Context: an optimization exercise on an open-source flow, tuned for small area and a short achievable clock period. The choices shown serve that exercise and are no tape-out recipe. Only simulation tests tie the RTL to the original design; equivalence was not proved.

==> flow/design.v (outline; a module is shown in full before it is edited, if it fits) <==
// module thm_corr_lane: 1278 lines
// module thm_corr_fade: 107 lines
// module thm_corr: 109 lines
module thm_corr (
    input  wire        clk,
    input  wire        rst,         
    input  wire        in_valid,
    input  wire [15:0] in_raw,      
    input  wire [15:0] in_ffc,      
    input  wire        in_ffc_bad,
    input  wire [15:0] in_off_a,    
    input  wire [15:0] in_gain_a,
    input  wire [15:0] in_drift_a,
    input  wire        in_bad_a,
    input  wire [15:0] in_off_b,    
    input  wire [15:0] in_gain_b,
    input  wire [15:0] in_drift_b,
    input  wire        in_bad_b,
    input  wire [15:0] in_t_array,  
    input  wire [15:0] in_t_cal_a,
    input  wire [15:0] in_t_cal_b,
    input  wire [15:0] in_ped_a,
    input  wire [15:0] in_ped_b,
    input  wire [3:0]  in_fade_k,   
    output reg         out_valid,
    output reg  [15:0] out_z,       
    output reg  [15:0] out_z_a,     
    output reg  [15:0] out_z_b,     
    output reg         out_bad_a,   
    output reg         out_bad_b    
);
  // ...
==> flow/flow/run.sh <==
#!/bin/bash
# The standard layout (standard.sh) with two changes:
#  - Yosys's quick ABC pass inside "synth" is turned off (synth -noabc), so
#    that extract_fa sees the full-adder trees of the RTL as written;
#  - the port buffers are sky130_fd_sc_hd__buf_1 (every port still gets one).
# make's full output goes to standard.log; each ORFS step logs under orfs/logs.
set -euo pipefail
export SYNTH_ARGS="-noabc"
export BUFFER_PORTS_ARGS="-buffer_cell sky130_fd_sc_hd__buf_1"
bash standard.sh > standard.log 2>&1
==> flow/standard.sh <==
#!/bin/bash
# synth_recipe.tcl (not shown) runs the flow's synth.tcl, then flattens the netlist and writes it again
# the make line also repeats each setting of config.mk as NAME=value (left out here)
make -C /OpenROAD-flow-scripts/flow DESIGN_CONFIG=/design/flow/config.mk WORK_HOME=/design/flow/orfs CLKGATE_MAP_FILE= SYNTH_SCRIPT=/design/flow/synth_recipe.tcl "${@:-finish}"
==> flow/config.mk <==
export PLATFORM = sky130hd
export DESIGN_NAME = thm_corr
export DESIGN_NICKNAME = thm_corr
export VERILOG_FILES = /design/flow/design.v
export SDC_FILE = /design/flow/constraint.sdc
export NUM_CORES = 4
export LEC_CHECK = 0
export CAP_MARGIN = 20
export CORE_MARGIN = 2
export CORE_UTILIZATION = 40
export CTS_BUF_LIST = sky130_fd_sc_hd__clkbuf_8
export CTS_CLUSTER_DIAMETER = 50
export CTS_CLUSTER_SIZE = 20
export SLEW_MARGIN = 20
==> flow/constraint.sdc <==
create_clock -name core_clock -period 35.0 [get_ports {clk}]
set_input_delay 7.0000 -clock core_clock [delete_from_list [all_inputs] [get_ports {clk}]]
set_output_delay 7.0000 -clock core_clock [all_outputs]
set_load 0.01 [all_outputs]
==> results.txt, run 1 <==
CP max FO = 3
Worst Path Arrival = 9.06 ns
Initial detailed-routing violation count = 2441
Area of the multi-input gates = 34000 um2
Mux cell area share after synthesis = 1.05%
Total area of sequential cells = 8350 um2
Most numerous cell in the Yosys netlist = fa_1
Final Slew Violations = 0
GRT met2 Usage = 35.4%
Largest net degree at the start of global routing = 48
Simple-gate share of the synthesized area = 7.96%
Post-synthesis xor/xnor area fraction = 12.5%
Multi-input gate count = 3421
Global Route met1 Usage = 30.5%
Outcome = complete, no violations
Ant diodes = 2
Met3 GRT Util = 4.31%
Routability congestion estimate = 0.939
Sequential cell count = 417
Util after Layout = 43.5%
Top Layer Used = met5
Drt pass-1 iters = 5
Cell family with most CP delay = compound AO/OA/AOI/OAI gates
==> module thm_corr, before the edit <==
module thm_corr (
    input  wire        clk,
    input  wire        rst,         
    input  wire        in_valid,
    input  wire [15:0] in_raw,      
    input  wire [15:0] in_ffc,      
    input  wire        in_ffc_bad,
    input  wire [15:0] in_off_a,    
    input  wire [15:0] in_gain_a,
    input  wire [15:0] in_drift_a,
    input  wire        in_bad_a,
    input  wire [15:0] in_off_b,    
    input  wire [15:0] in_gain_b,
    input  wire [15:0] in_drift_b,
    input  wire        in_bad_b,
    input  wire [15:0] in_t_array,  
    input  wire [15:0] in_t_cal_a,
    input  wire [15:0] in_t_cal_b,
    input  wire [15:0] in_ped_a,
    input  wire [15:0] in_ped_b,
    input  wire [3:0]  in_fade_k,   
    output reg         out_valid,
    output reg  [15:0] out_z,       
    output reg  [15:0] out_z_a,     
    output reg  [15:0] out_z_b,     
    output reg         out_bad_a,   
    output reg         out_bad_b    
);
    reg        s1_valid;
    reg [15:0] s1_raw, s1_ffc_n, s1_off_a_n, s1_gain_a, s1_drift_a, s1_off_b_n, s1_gain_b, s1_drift_b;
    reg [15:0] s1_ped_a, s1_ped_b;
    reg [8:0]  s1_ndt_lo_a, s1_ndt_lo_b;
    reg        s1_ndt_b_a, s1_ndt_b_b;
    reg [6:0]  s1_t_array_hi, s1_t_cal_hi_a, s1_t_cal_hi_b;
    reg        s1_bad_a, s1_bad_b;
    reg [3:0]  s1_k;
    always @(posedge clk) begin
        if (rst) s1_valid <= 1'b0;
        else     s1_valid <= in_valid;
        s1_raw     <= in_raw;
        s1_ffc_n   <= {in_ffc[15], ~in_ffc[14:0]};
        s1_off_a_n <= {in_off_a[15], ~in_off_a[14:0]};
        s1_gain_a  <= in_gain_a;
        s1_drift_a <= in_drift_a;
        s1_off_b_n <= {in_off_b[15], ~in_off_b[14:0]};
        s1_gain_b  <= in_gain_b;
        s1_drift_b <= in_drift_b;
        {s1_ndt_b_a, s1_ndt_lo_a} <= {1'b0, in_t_cal_a[8:0]} - {1'b0, in_t_array[8:0]};
        {s1_ndt_b_b, s1_ndt_lo_b} <= {1'b0, in_t_cal_b[8:0]} - {1'b0, in_t_array[8:0]};
        s1_t_array_hi <= in_t_array[15:9];
        s1_t_cal_hi_a <= in_t_cal_a[15:9];
        s1_t_cal_hi_b <= in_t_cal_b[15:9];
        s1_ped_a   <= in_ped_a;
        s1_ped_b   <= in_ped_b;
        s1_bad_a   <= in_bad_a | in_ffc_bad;
        s1_bad_b   <= in_bad_b | in_ffc_bad;
        s1_k       <= (in_fade_k > 4'd8) ? 4'd8 : in_fade_k;
    end
    reg        s2_valid, s3_valid;
    reg [15:0] s2_gain_a, s2_gain_b, s2_ped_a, s2_ped_b;
    reg        s2_bad_a, s2_bad_b, s3_bad_a, s3_bad_b;
    reg [3:0]  s2_k, s3_k;
    always @(posedge clk) begin
        if (rst) begin
            s2_valid <= 1'b0;
            s3_valid <= 1'b0;
        end else begin
            s2_valid <= s1_valid;
            s3_valid <= s2_valid;
        end
        s2_gain_a <= s1_gain_a;
        s2_gain_b <= s1_gain_b;
        s2_ped_a  <= s1_ped_a;
        s2_ped_b  <= s1_ped_b;
        s2_bad_a  <= s1_bad_a;
        s2_bad_b  <= s1_bad_b;
        s2_k      <= s1_k;
        s3_bad_a  <= s2_bad_a;
        s3_bad_b  <= s2_bad_b;
        s3_k      <= s2_k;
    end
    wire [15:0] zr_a, zr_b;
    wire        zu_a, zo_a, zu_b, zo_b;
    thm_corr_lane u_lane_a (
        .clk(clk),
        .raw(s1_raw), .ffc_n(s1_ffc_n), .offset_n(s1_off_a_n), .drift(s1_drift_a),
        .ndt_lo(s1_ndt_lo_a), .ndt_b(s1_ndt_b_a), .t_cal_hi(s1_t_cal_hi_a), .t_array_hi(s1_t_array_hi),
        .gain(s2_gain_a), .pedestal(s2_ped_a), .zr(zr_a), .zu(zu_a), .zo(zo_a)
    );
    thm_corr_lane u_lane_b (
        .clk(clk),
        .raw(s1_raw), .ffc_n(s1_ffc_n), .offset_n(s1_off_b_n), .drift(s1_drift_b),
        .ndt_lo(s1_ndt_lo_b), .ndt_b(s1_ndt_b_b), .t_cal_hi(s1_t_cal_hi_b), .t_array_hi(s1_t_array_hi),
        .gain(s2_gain_b), .pedestal(s2_ped_b), .zr(zr_b), .zu(zu_b), .zo(zo_b)
    );
    wire [15:0] z_a = zu_a ? 16'h0000 : zo_a ? 16'hFFFF : zr_a;
    wire [15:0] z_b = zu_b ? 16'h0000 : zo_b ? 16'hFFFF : zr_b;
    wire [15:0] z_f;
    thm_corr_fade u_fade (.za(z_a), .zb(z_b), .k(s3_k), .z(z_f));
    always @(posedge clk) begin
        if (rst) out_valid <= 1'b0;
        else     out_valid <= s3_valid;
        out_z     <= z_f;
        out_z_a   <= z_a;
        out_z_b   <= z_b;
        out_bad_a <= s3_bad_a;
        out_bad_b <= s3_bad_b;
    end
endmodule
==> inputs of run 2 (changes only) <==
--- a/flow/design.v
+++ b/flow/design.v
@@ -1,25 +1,26 @@
 module thm_corr_lane (
     input  wire        clk,
     input  wire [15:0] raw,
     input  wire [15:0] ffc_n,      
     input  wire [15:0] offset_n,   
     input  wire [15:0] drift,      
     input  wire [8:0]  ndt_lo,
-    input  wire        ndt_b,
+    input  wire        ndt_nb,
     input  wire [6:0]  t_cal_hi,
-    input  wire [6:0]  t_array_hi,
+    input  wire [6:0]  t_array_hi_n,
     input  wire [15:0] gain,       
     input  wire [15:0] pedestal,   
     output reg  [15:0] zr,
     output reg         zu,         
     output reg         zo          
 );
-    wire [7:0]  ndt_hi = {t_cal_hi[6], t_cal_hi} - {t_array_hi[6], t_array_hi} - {7'd0, ndt_b};
+    wire [8:0]  ndt_hs = {t_cal_hi[6], t_cal_hi, 1'b1} + {t_array_hi_n[6], t_array_hi_n, ndt_nb};
+    wire [7:0]  ndt_hi = ndt_hs[8:1];
     wire [16:0] ndt  = {ndt_hi, ndt_lo};    
     wire        dpos = drift[15] ^ ndt[16];
     wire        dneg = ~dpos;    
     wire mb_one0 = drift[0] ^ 1'b0;
     wire mb_two0 = (drift[1] & ~drift[0] & ~1'b0) | (~drift[1] & drift[0] & 1'b0);
     wire mb_neg0 = drift[1] & ~(drift[0] & 1'b0);
     wire mb_pos0 = ~drift[1] | (drift[0] & 1'b0);
     wire mb_zero0 = ~(mb_one0 | mb_two0);
@@ -1410,34 +1411,34 @@
     output reg  [15:0] out_z_b,     
     output reg         out_bad_a,   
     output reg         out_bad_b    
 );
     reg        s1_valid;
     reg [15:0] s1_raw, s1_ffc_n, s1_off_a_n, s1_gain_a, s1_drift_a, s1_off_b_n, s1_gain_b, s1_drift_b;
     reg [15:0] s1_ped_a, s1_ped_b;
     reg [8:0]  s1_ndt_lo_a, s1_ndt_lo_b;
-    reg        s1_ndt_b_a, s1_ndt_b_b;
-    reg [6:0]  s1_t_array_hi, s1_t_cal_hi_a, s1_t_cal_hi_b;
+    reg        s1_ndt_nb_a, s1_ndt_nb_b;
+    reg [6:0]  s1_t_array_hi_n, s1_t_cal_hi_a, s1_t_cal_hi_b;
     reg        s1_bad_a, s1_bad_b;
     reg [3:0]  s1_k;
     always @(posedge clk) begin
         if (rst) s1_valid <= 1'b0;
         else     s1_valid <= in_valid;
         s1_raw     <= in_raw;
         s1_ffc_n   <= {in_ffc[15], ~in_ffc[14:0]};
         s1_off_a_n <= {in_off_a[15], ~in_off_a[14:0]};
         s1_gain_a  <= in_gain_a;
         s1_drift_a <= in_drift_a;
         s1_off_b_n <= {in_off_b[15], ~in_off_b[14:0]};
         s1_gain_b  <= in_gain_b;
         s1_drift_b <= in_drift_b;
-        {s1_ndt_b_a, s1_ndt_lo_a} <= {1'b0, in_t_cal_a[8:0]} - {1'b0, in_t_array[8:0]};
-        {s1_ndt_b_b, s1_ndt_lo_b} <= {1'b0, in_t_cal_b[8:0]} - {1'b0, in_t_array[8:0]};
-        s1_t_array_hi <= in_t_array[15:9];
+        {s1_ndt_nb_a, s1_ndt_lo_a} <= {1'b1, in_t_cal_a[8:0]} - {1'b0, in_t_array[8:0]};
+        {s1_ndt_nb_b, s1_ndt_lo_b} <= {1'b1, in_t_cal_b[8:0]} - {1'b0, in_t_array[8:0]};
+        s1_t_array_hi_n <= ~in_t_array[15:9];
         s1_t_cal_hi_a <= in_t_cal_a[15:9];
         s1_t_cal_hi_b <= in_t_cal_b[15:9];
         s1_ped_a   <= in_ped_a;
         s1_ped_b   <= in_ped_b;
         s1_bad_a   <= in_bad_a | in_ffc_bad;
         s1_bad_b   <= in_bad_b | in_ffc_bad;
         s1_k       <= (in_fade_k > 4'd8) ? 4'd8 : in_fade_k;
     end
@@ -1464,23 +1465,23 @@
         s3_bad_b  <= s2_bad_b;
         s3_k      <= s2_k;
     end
     wire [15:0] zr_a, zr_b;
     wire        zu_a, zo_a, zu_b, zo_b;
     thm_corr_lane u_lane_a (
         .clk(clk),
         .raw(s1_raw), .ffc_n(s1_ffc_n), .offset_n(s1_off_a_n), .drift(s1_drift_a),
-        .ndt_lo(s1_ndt_lo_a), .ndt_b(s1_ndt_b_a), .t_cal_hi(s1_t_cal_hi_a), .t_array_hi(s1_t_array_hi),
+        .ndt_lo(s1_ndt_lo_a), .ndt_nb(s1_ndt_nb_a), .t_cal_hi(s1_t_cal_hi_a), .t_array_hi_n(s1_t_array_hi_n),
         .gain(s2_gain_a), .pedestal(s2_ped_a), .zr(zr_a), .zu(zu_a), .zo(zo_a)
     );
     thm_corr_lane u_lane_b (
         .clk(clk),
         .raw(s1_raw), .ffc_n(s1_ffc_n), .offset_n(s1_off_b_n), .drift(s1_drift_b),
-        .ndt_lo(s1_ndt_lo_b), .ndt_b(s1_ndt_b_b), .t_cal_hi(s1_t_cal_hi_b), .t_array_hi(s1_t_array_hi),
+        .ndt_lo(s1_ndt_lo_b), .ndt_nb(s1_ndt_nb_b), .t_cal_hi(s1_t_cal_hi_b), .t_array_hi_n(s1_t_array_hi_n),
         .gain(s2_gain_b), .pedestal(s2_ped_b), .zr(zr_b), .zu(zu_b), .zo(zo_b)
     );
     wire [15:0] z_a = zu_a ? 16'h0000 : zo_a ? 16'hFFFF : zr_a;
     wire [15:0] z_b = zu_b ? 16'h0000 : zo_b ? 16'hFFFF : zr_b;
     wire [15:0] z_f;
     thm_corr_fade u_fade (.za(z_a), .zb(z_b), .k(s3_k), .z(z_f));
     always @(posedge clk) begin
         if (rst) out_valid <= 1'b0;
--- a/flow/config.mk
+++ b/flow/config.mk
@@ -6,9 +6,12 @@
 export NUM_CORES = 4
 export LEC_CHECK = 0
 export CAP_MARGIN = 20
 export CORE_MARGIN = 2
 export CORE_UTILIZATION = 40
 export CTS_BUF_LIST = sky130_fd_sc_hd__clkbuf_8
 export CTS_CLUSTER_DIAMETER = 50
 export CTS_CLUSTER_SIZE = 20
+export GPL_TIMING_DRIVEN = 0
 export SLEW_MARGIN = 20
+export SYNTH_HIERARCHICAL = 1
+export SYNTH_MINIMUM_KEEP_SIZE = 0
==> run 2 against run 1 <==
Still clean on timing, DRC and antenna. Routed wire length rose by 4.7%. Cell area rose by 1.9%. Non-clock buffer count rose by 204. Clock skew rose by 0.040 ns. Area after synthesis rose by 0.34%. First-iteration DRC count rose by 0.74%. Die area rose by 0.34%. Critical path type is now reg2out. Critical endpoint is now out_z_a[6].
==> results.txt, run 2 <==
Outcome = complete, no violations
Leading cell types by count after synthesis = fa_1 (663), xnor2_1 (589), dfxtp_1 (417)
RR Endpoint = u_lane_a.diff[19]
CP Data Required Time = 28.00 ns
Crit share post-route = 23.6%
Detail Route Antenna Nets = 0
#FFs+latches synth = 417
Initial antenna violation count = 14
First-pass GRT wire length = 203000 um
Core area = 111000 um2
Synth Warn # = 8
CP max FO = 1 (-2)
Number of core rows = 122
H-tree levels = 2
Routed via count = 33480
# setup viols final = 0
Mapped Nets = 5665
Max_slew headroom = 27.8%
FILL cells = 10791
Wire length per cell = 21.0 um
Starting Density = 40.4%
Port Buffers = 268
CP Capture Type = primary output
Crit start category = flop
Crit Path Category = reg2out
Total area of sequential cells = 8350 um2 (unchanged)
Die X = 339 um
Nets = 5986
CP startpoint = out_z_a[6]
Largest regs = u_lane_a.diff: 21 flops, u_lane_b.diff: 21 flops
Final worst setup slack = 26.76 ns
Worst Path Arrival = 1.24 ns (-7.82 ns)
WP buf/inv = 1
Ys flop type = dfxtp_1
CP Capture Point = out_z_a[6]
Util after Layout = 44.2% (+0.75 points)
Non-filler cells, final = 6281
GRT Total Usage = 23.0%
Largest net degree at the start of global routing = 21 (-56%)
Commonest non-fill, non-tap cell in the layout = fa_1
CTS max path bufs = 3
DRC errors left = 0
Min-delay worst type = reg2reg
Min-delay src = s1_gain_a[12]
Cell family with most CP delay = flip-flops
Setup tns final = 0 ns
Post-CTS resize count = 0
Share of cells above drive strength 1 = 4.70%
DP Worst Slack = 26.47 ns
Die ar. = 115000 um2
Worst skew pair latency = 0.75 ns
CTS hold repair buffers = 0
Worst reg2reg setup slack = 27.41 ns
Worst path max stage delay = 0.37 ns
Synthesis-to-finish area growth = 9.43%
Worst Max-Slew Pin Slew = 1.08 ns
Vias in the first global route = 34670
CTS Buf Count = 49
Reg clk slew, reported paths = 0.11 ns
Reg2reg start = s1_t_array_hi_n[0]
Most numerous cell in the Yosys netlist = fa_1
Die Ht = 339 um
RSZ-0062 raised after global routing = no
Seq/Total Area, Yosys = 18.6%
Placed cells = 6186
Post-CTS setup buffers = 0
Number of synthesized flops with an enable pin = 0
Initial detailed-routing violation count = 2459 (+0.74%)
Post-synthesis async set-or-reset flop share = 0%
Final Hold Viols = 0
Worst reg-to-reg path cell count = 26
Worst Skew = 0.0845 ns
Fmax achieved = 121 MHz
Maxcap violations = 0
Routability congestion estimate = 0.958 (+2.1%)
Final Slew Violations = 0 (unchanged)
Leading area contributor after synthesis = fa_1
Drt pass-1 iters = 8 (+3)
CP Cell Sequence = buf_1
Area of the multi-input gates = 34600 um2 (+1.7%)
Vias per cell = 5.33
Cells after synthesis = 4428
DP HPWL = 112000 um
I/O Pins = 269
Commonest non-fill, non-tap cells in the layout = fa_1 (663), xnor2_1 (581), dfxtp_1 (417), o22ai_1 (412), ha_1 (356)
Clock Sinks = 417
Total gr overflow = 0
Cell Area, Synth = 44800 um2
CP max-delay cell = dfxtp_1
Post-layout minimum cycle time = 8.24 ns
Syn_area_per_cell = 10.1 um2
Top cells by area, synth = fa_1 (30%), dfxtp_1 (19%), xnor2_1 (12%)
Synth cell types = 82
CTS tree = built
Final wirelength = 132000 um
WP depth = 1
CTS Root Cell = clkbuf_8
Synth top area share = 29.6%
run 2: cell count changes in the layout (fill, tap and decap cells not counted), moves of 15 or more:
cell | before | now
o21ai_0 | 199 | 178
buf_4 | 55 | 0
buf_1 | 268 | 313
a22o_1 | 102 | 80
nand2b_1 | 82 | 101
nor2_1 | 133 | 155
a21oi_1 | 97 | 125
nor3_1 | 17 | 32
inv_1 | 326 | 222
mux2i_1 | 26 | 5
mux2_2 | 17 | 64
nand3_1 | 65 | 98
clkbuf_1 | 0 | 205
run 2: routing by layer:
layer	up-vias	global-route usage, %	share of wire [%]
met5	-	0	0.048
met3	198	5.05	7.6
met1	16262	31.0	44
met2	1103	36.4	44
met4	12	8.00	3.6
li1	15905	-	-
run 2: per-module statistics from Yosys, one instance, submodules excluded:
module	copies in the design	area, um2
thm_corr	1	8050
thm_corr_fade	1	2440
thm_corr_lane	2	17100
run 2: cell type report:
cell class | instances | share of cell area (%)
multi-input cells | 3505 | 70.6
flip-flops and latches | 417 | 17.0
inverters | 249 | 1.91
well taps | 1488 | 3.80
repair buffers | 270 | 2.10
clock inverters | 40 | 1.10
clock buffers | 51 | 1.43
plain buffers | 257 | 2.00
diodes | 4 | 0.0204
run 2: cells by family (layout without fill, tap and decap cells):
kind of cell / after synthesis / count (layout) / share of synthesized area, %
AO/OA/AOI/OAI: 1025 / 1025 / 14.9
adder cells (fa/ha/maj): 1019 / 1019 / 39.6
AND/OR/NAND/NOR: 757 / 757 / 8.48
XOR/XNOR: 635 / 635 / 12.5
buffers and inverters: 506 / 867 / 4.27
flip-flops: 417 / 417 / 18.6
multiplexers: 69 / 69 / 1.72
other: 0 / 4 / 0
run 2: worst min-delay path by stage:
stage / to / cells after the start
global route: s2_gain_a[12] / 0
global placement: s3_bad_b / 0
finish: s2_gain_a[12] / 0
detailed placement: s2_gain_b[1] / 0
CTS: s2_gain_a[12] / 0
floorplan: out_bad_a / 0
run 2: worst register-to-register path, stage by stage (launching register included):
cell and delay, ns:
dfxtp_1 0.47, ha_1 0.28, a21o_1 0.17, a21oi_1 0.27
o21bai_1 0.10, a21oi_1 0.27, o21bai_1 0.10, a21oi_1 0.23
xnor2_2 0.30, xnor2_1 0.23, a22o_1 0.29, fa_1 0.47
fa_1 0.57, fa_1 0.42, fa_1 0.53, fa_1 0.50
ha_1 0.38, nand2_1 0.14, o21ai_0 0.45, a21o_1 0.20
a21oi_1 0.06, o21ai_0 0.27, a21bo_1 0.20, o21ai_2 0.09
a21oi_1 0.21, nor3_1 0.09, xnor2_1 0.14
run 2: metrics by stage:
step,area [um2],hold WS [ns]
after floorplan,44800,0.310
after global placement,47700,0.310
after detailed placement,47800,0.312
after CTS,49000,0.331
after global routing,49000,0.320
final,49000,0.329
==> inputs of run 3 (changes only) <==
--- a/flow/config.mk
+++ b/flow/config.mk
@@ -11,7 +11,6 @@
 export CTS_BUF_LIST = sky130_fd_sc_hd__clkbuf_8
 export CTS_CLUSTER_DIAMETER = 50
 export CTS_CLUSTER_SIZE = 20
-export GPL_TIMING_DRIVEN = 0
 export SLEW_MARGIN = 20
 export SYNTH_HIERARCHICAL = 1
 export SYNTH_MINIMUM_KEEP_SIZE = 0
==> run 3 against run 2 <==
Area after synthesis is the same. Critical path depth stayed put. Sequential share of layout area increased by 0.22 points. Flip-flop and latch count did not move. First-iteration DRC count up 4.2%. Clock-buffer cell count unchanged. Highest routed layer unchanged.
==> results.txt, run 3 <==
Outcome = complete, no violations
CP Capture Type = primary output
CTS hold repair buffers = 0 (unchanged)
Final Slew Violations = 0 (unchanged)
Starting Density = 40.4% (unchanged)
Compound-cell area share of the yosys netlist = 14.9% (unchanged)
Die ar. = 115000 um2 (unchanged)
Leading cell types by count after synthesis = fa_1 (663), xnor2_1 (589), dfxtp_1 (417)
CTS Buf Count = 49 (unchanged)
Reg clk slew, reported paths = 0.11 ns (about the same)
Crit Path Category = reg2out
Nets = 5784 (-3.4%)
Worst path max stage delay = 0.33 ns (-0.04 ns)
Synthesis-to-finish area growth = 8.08%
Worst Max-Slew Pin Slew = 1.10 ns (+0.0213 ns)
Largest regs = u_lane_a.diff: 21 flops, u_lane_b.diff: 21 flops
Worst skew pair latency = 0.75 ns (about the same)
Vias per cell = 5.45 (+2.3%)
Final wirelength = 130000 um (-1.7%)
Routed via count = 33155 (-0.97%)
Number of synthesized flops with an enable pin = 0 (unchanged)
Worst Skew = 0.0494 ns (-0.0351 ns)
Post-layout minimum cycle time = 8.21 ns (-0.0364 ns)
Cell family with most CP delay = flip-flops
Die Ht = 339 um (unchanged)
Share of cells above drive strength 1 = 5.76% (+1.1 points)
CTS Root Cell = clkbuf_8
Commonest non-fill, non-tap cells in the layout = fa_1 (663), xnor2_1 (586), dfxtp_1 (416), o22ai_1 (412), ha_1 (356)
Mapped Nets = 5665 (unchanged)
Crit share post-route = 23.4% (-0.10 points)
Placement Cell Area = 47100 um2 (-1.3%)
Seq/Total Area, Yosys = 18.6% (unchanged)
Drt pass-1 iters = 5 (-3)
Core area = 111000 um2 (unchanged)
Largest family of logic cells by synthesized area = adder cells
Initial antenna violation count = 10 (-4)
Setup tns final = 0 ns (unchanged)
Commonest non-fill, non-tap cell in the layout = fa_1
Syn_area_per_cell = 10.1 um2 (unchanged)
H-tree levels = 2 (unchanged)
Cell Area, Synth = 44800 um2 (unchanged)
Min-delay worst type = reg2reg
CP Data Required Time = 28.00 ns (about the same)
Maxcap violations = 0 (unchanged)
Detail Route Antenna Nets = 0 (unchanged)
Most numerous cell in the Yosys netlist = fa_1
CTS tree = built
Wire length per cell = 21.3 um (+1.5%)
#FFs+latches synth = 417 (unchanged)
Max_slew headroom = 26.3% (-1.5 points)
Clock Sinks = 417 (unchanged)
Fmax achieved = 122 MHz (+0.44%)
Ys flop type = dfxtp_1
Cells after synthesis = 4428 (unchanged)
Synth Warn # = 8 (unchanged)
Worst Path Arrival = 1.21 ns (-0.03 ns)
# setup viols final = 0 (unchanged)
DP HPWL = 106000 um (-4.7%)
DRC errors left = 0 (unchanged)
Total gr overflow = 0 (unchanged)
Design area = 48400 um2 (-1.2%)
DP Worst Slack = 26.44 ns (-0.0356 ns)
Met3 GRT Util = 4.30% (-0.75 points)
Synth top area share = 29.6% (unchanged)
Simple-gate share of the synthesized area = 8.48% (unchanged)
GRT Total Usage = 22.5% (-0.46 points)
Vias in the first global route = 34082 (-1.7%)
Post-synthesis async set-or-reset flop share = 0% (unchanged)
I/O Pins = 269 (unchanged)
First-pass GRT wire length = 200000 um (-1.1%)
Post-CTS resize count = 0 (unchanged)
Final Hold Viols = 0 (unchanged)
Port Buffers = 268 (unchanged)
Post-Synth Adder-Cell Area = 39.6% (unchanged)
CP Cell Sequence = buf_1
Leading area contributor after synthesis = fa_1
Post-synthesis xor/xnor area fraction = 12.5% (unchanged)
Global Route met1 Usage = 31.2% (+0.26 points)
Post-CTS setup buffers = 0 (unchanged)
Area of the multi-input gates = 34600 um2 (-0.16%)
Final worst setup slack = 26.79 ns (+0.0364 ns)
Busiest layer in global routing = met2
Mux cell area share after synthesis = 1.72% (unchanged)
Routability congestion estimate = 0.961 (+0.28%)
CP max-delay cell = dfxtp_1
Top cells by area, synth = fa_1 (30%), dfxtp_1 (19%), xnor2_1 (12%)
Die X = 339 um (unchanged)
Crit start category = flop
RSZ-0062 raised after global routing = no
Synth cell types = 82 (unchanged)
Total area of sequential cells = 8350 um2 (about the same)
WP buf/inv = 1 (unchanged)
Largest net degree at the start of global routing = 46 (+120%)
FILL cells = 10849 (+0.54%)
Number of core rows = 122 (unchanged)
Initial detailed-routing violation count = 2562 (+4.2%)
CP max FO = 1 (unchanged)
GRT met2 Usage = 35.6% (-0.74 points)
CTS max path bufs = 3 (unchanged)
run 3: area by class of cell:
type	instances	area share, %
Tap cell	1488	3.85
Timing Repair Buffer	325	2.96
Multi-Input combinational cell	3505	71.4
Antenna cell	4	0.0207
Sequential cell	417	17.2
Clock inverter	40	1.16
Clock buffer	51	1.45
Inverter	249	1.93
run 3: modules after synthesis (local to each module, per instance):
module | flops+latches | copies in the design
thm_corr_lane | 40 | 2
thm_corr | 337 | 1
thm_corr_fade | 0 | 1
run 3: metrics by stage:
stage	hold WS [ns]	std cells	utilization, %
3_3_place_gp	0.310	5984	42.5
2_1_floorplan	0.310	4428	-
5_1_grt	0.312	6076	43.7
3_5_place_dp	0.312	5984	42.5
4_1_cts	0.312	6075	43.7
6_report	0.315	6079	43.7
run 3: path summary, 6_finish.rpt:
| path | start | to | slack (ns) | depth (start not counted) |
|---|---|---|---|---|
| setup reg to reg | s1_t_array_hi_n[0] | u_lane_a.diff[18] | 27.61 | 26 |
| hold reg to reg | s1_ped_a[15] | s2_ped_a[15] | 0.32 | 0 |
| hold / removal | s1_ped_a[15] | s2_ped_a[15] | 0.32 | 0 |
| setup / recovery | out_valid | out_valid | 26.79 | 1 |
run 3: cells by family (layout without fill, tap and decap cells):
family                   count (synthesis)  count (layout)
multiplexers                            69              69
AND/OR/NAND/NOR                        757             757
AO/OA/AOI/OAI                         1025            1025
flip-flops                             417             417
XOR/XNOR                               635             635
buffers and inverters                  506             665
adder cells (fa/ha/maj)               1019            1019
other                                    0               4
run 3: routing by layer:
layer	up-vias	share of wire [%]
met5	-	0.064
met4	14	3.0
met3	200	7.5
met2	1227	44
met1	16213	45
li1	15501	-
==> inputs of run 4 (changes only) <==
--- a/flow/config.mk
+++ b/flow/config.mk
@@ -8,9 +8,9 @@
 export CAP_MARGIN = 20
 export CORE_MARGIN = 2
 export CORE_UTILIZATION = 40
-export CTS_BUF_LIST = sky130_fd_sc_hd__clkbuf_8
-export CTS_CLUSTER_DIAMETER = 50
-export CTS_CLUSTER_SIZE = 20
+export CTS_BUF_LIST = sky130_fd_sc_hd__clkbuf_16
+export CTS_CLUSTER_DIAMETER = 80
+export CTS_CLUSTER_SIZE = 30
 export SLEW_MARGIN = 20
 export SYNTH_HIERARCHICAL = 1
 export SYNTH_MINIMUM_KEEP_SIZE = 0
==> run 4 against run 3 <==
Clock-buffer cell count shrank 22. Die area unchanged. Area after synthesis unchanged. Clock skew down 0.016 ns. First-iteration DRC count fell by 1.1%. Critical path depth is the same. Via count fell by 0.34%. Non-clock buffer count stayed put. Sequential share of layout area increased by 0.056 points. Setup slack improved by 0.085 ns.
==> results.txt, run 4 <==
Outcome = complete, no violations
Die Ht = 339 um (unchanged)
Largest regs = u_lane_a.diff: 21 flops, u_lane_b.diff: 21 flops
RSZ-0062 raised after global routing = no
CTS hold repair buffers = 0 (unchanged)
GRT Total Usage = 22.3% (-0.18 points)
Crit share post-route = 23.2% (-0.24 points)
CP Cell Sequence = buf_1
Maxcap violations = 0 (unchanged)
Share of cells above drive strength 1 = 4.97% (-0.79 points)
Synthesis-to-finish area growth = 7.73%
# setup viols final = 0 (unchanged)
Mapped Nets = 5665 (unchanged)
Fmax achieved = 123 MHz (+1.0%)
I/O Pins = 269 (unchanged)
H-tree levels = 1 (-1)
CP max FO = 1 (unchanged)
Worst Path Arrival = 1.12 ns (-0.09 ns)
Syn_area_per_cell = 10.1 um2 (unchanged)
Die X = 339 um (unchanged)
Synth Warn # = 8 (unchanged)
Cell family with most CP delay = flip-flops
Die ar. = 115000 um2 (unchanged)
Clock Sinks = 417 (unchanged)
Leading cell types by count after synthesis = fa_1 (663), xnor2_1 (589), dfxtp_1 (417)
Top cells by area, synth = fa_1 (30%), dfxtp_1 (19%), xnor2_1 (12%)
Setup tns final = 0 ns (unchanged)
Post-CTS setup buffers = 0 (unchanged)
Crit Path Category = reg2out
Routability congestion estimate = 0.961 (unchanged)
Core area = 111000 um2 (unchanged)
CTS max path bufs = 3 (unchanged)
Port Buffers = 268 (unchanged)
Final Slew Violations = 0 (unchanged)
Number of synthesized flops with an enable pin = 0 (unchanged)
Final wirelength = 129000 um (-0.42%)
Routed via count = 33043 (-0.34%)
Post-CTS resize count = 0 (unchanged)
DRC errors left = 0 (unchanged)
Starting Density = 40.4% (unchanged)
Total gr overflow = 0 (unchanged)
Synth top area share = 29.6% (unchanged)
WP buf/inv = 1 (unchanged)
Worst Max-Slew Pin Slew = 1.11 ns (+0.00804 ns)
Final Hold Viols = 0 (unchanged)
CTS Root Cell = clkbuf_16
CTS tree = built
Cell Area, Synth = 44800 um2 (unchanged)
Commonest non-fill, non-tap cells in the layout = fa_1 (663), xnor2_1 (586), dfxtp_1 (416), o22ai_1 (412), ha_1 (356)
Final hold slack = 0.318 ns (+0.00303 ns)
Post-layout minimum cycle time = 8.12 ns (-0.0850 ns)
Reg clk slew, reported paths = 0.09 ns (-0.02 ns)
Min-delay worst type = reg2reg
Largest net degree at the start of global routing = 46 (unchanged)
#FFs+latches synth = 417 (unchanged)
Wire length per cell = 21.4 um (+0.29%)
Worst skew pair latency = 0.64 ns (-0.11 ns)
Worst path max stage delay = 0.33 ns (about the same)
Vias in the first global route = 33791 (-0.85%)
Leading area contributor after synthesis = fa_1
Max_slew headroom = 25.8% (-0.54 points)
Crit start category = flop
CP Capture Type = primary output
Commonest non-fill, non-tap cell in the layout = fa_1
Post-synthesis async set-or-reset flop share = 0% (unchanged)
Vias per cell = 5.47 (+0.37%)
Synth cell types = 82 (unchanged)
Number of core rows = 122 (unchanged)
First-pass GRT wire length = 200000 um (-0.25%)
Nets = 5764 (-0.35%)
Most numerous cell in the Yosys netlist = fa_1
DP HPWL = 106000 um (unchanged)
Cells after synthesis = 4428 (unchanged)
Seq/Total Area, Yosys = 18.6% (unchanged)
Worst Skew = 0.0330 ns (-0.0164 ns)
CP Data Required Time = 28.00 ns (about the same)
Initial antenna violation count = 9 (-1)
CP max-delay cell = dfxtp_1
Detail Route Antenna Nets = 0 (unchanged)
Initial detailed-routing violation count = 2534 (-1.1%)
CTS Buf Count = 29 (-41%)
Drt pass-1 iters = 5 (unchanged)
Ys flop type = dfxtp_1
[run 4: kinds of logic (layout without fill, tap and decap cells)]
group | count (synthesis) | after routing | share of synthesized area [%]
adders and majority gates | 1019 | 1019 | 39.6
and+or+nand+nor | 757 | 757 | 8.48
DFF | 417 | 417 | 18.6
muxes | 69 | 69 | 1.72
other | 0 | 1 | 0
AOI/OAI and AO/OA | 1025 | 1025 | 14.9
buffers and inverters | 506 | 625 | 4.27
xor gates and xnor gates | 635 | 635 | 12.5
[run 4: layout make-up]
| cell class | count | area [um2] |
|---|---|---|
| fill | 10850 | 62600 |
| tap | 1488 | 1860 |
| inverter | 249 | 935 |
| multi-input combinational | 3505 | 34600 |
| antenna | 1 | 2.50 |
| clock buffer | 29 | 726 |
| timing repair buffer | 325 | 1430 |
| sequential | 417 | 8350 |
| clock inverter | 22 | 388 |
[run 4: per-layer routing]
| metal | track usage [%] | wire [um] | up-vias |
|---|---|---|---|
| li1 | - | - | 15453 |
| met1 | 31.4 | 58100 | 16260 |
| met2 | 35.6 | 57900 | 1144 |
| met3 | 3.84 | 9590 | 170 |
| met4 | 5.68 | 3410 | 16 |
| met5 | 0 | 99 | - |
[run 4: Yosys stat by module (local to each module, per instance)]
| module | cells | times used |
|---|---|---|
| thm_corr | 574 | 1 |
| thm_corr_fade | 240 | 1 |
| thm_corr_lane | 1807 | 2 |
[run 4: worst paths after layout]
kind	startpoint	endpoint	slack, ns	cells past startpoint
worst max-delay path	out_z_a[13]	out_z_a[13]	26.88	1
worst min-delay path	s1_gain_b[1]	s2_gain_b[1]	0.32	0
worst max register to register	s1_t_array_hi_n[0]	u_lane_a.diff[18]	27.59	26
worst min register to register	s1_gain_b[1]	s2_gain_b[1]	0.32	0
[run 4: through the flow]
step	instances	utilization [%]	setup slack (ns)	cell area, um2
after floorplan	4428	-	26.75	44800
after global placement	5984	42.5	26.42	47100
after detailed placement	5984	42.5	26.44	47100
after CTS	6035	43.5	26.82	48200
after global routing	6035	43.5	26.79	48200
final	6036	43.5	26.88	48200

[what the ideal ports hide]
How much do the figures lean on ideal ports? The routed layouts below were timed once more, with nothing changed but the port constraints.
Step 1 (the two cells are an assumption about what drives the block):
set clk [get_ports {clk}]
set_driving_cell -lib_cell sky130_fd_sc_hd__clkbuf_16 $clk
set_driving_cell -lib_cell sky130_fd_sc_hd__buf_2 [delete_from_list [all_inputs] $clk]
Step 2 times the ports against the registers' clock, not the clock port: input delays grow and output delays shrink by t, the midpoint of the rising clock arrivals with the driver on.
a / b / c = no drivers / after step 1 / after step 2; a / b = the first two.
run | t, ns | slack for setup (ns) | worst hold slack (ns) | latest minus earliest clock arrival (ns) | worst slew at a driven data input, ns
run 1 | 0.800 | 26.589 / 26.637 / 25.836 | 0.330 / 0.330 / 0.330 | 0.051 / 0.051 | 0.19
run 2 | 0.781 | 26.757 / 26.690 / 26.484 | 0.329 / 0.329 / 0.329 | 0.102 / 0.103 | 0.13
run 3 | 0.792 | 26.793 / 26.724 / 26.461 | 0.315 / 0.315 / 0.315 | 0.063 / 0.063 | 0.13
run 4 | 0.699 | 26.878 / 26.809 / 26.457 | 0.318 / 0.318 / 0.318 | 0.037 / 0.037 | 0.11
After both steps every run listed still meets setup and hold. For run 1, which loses most, drivers alone change the setup slack by +0.048 ns; drivers and shift together by -0.753 ns.
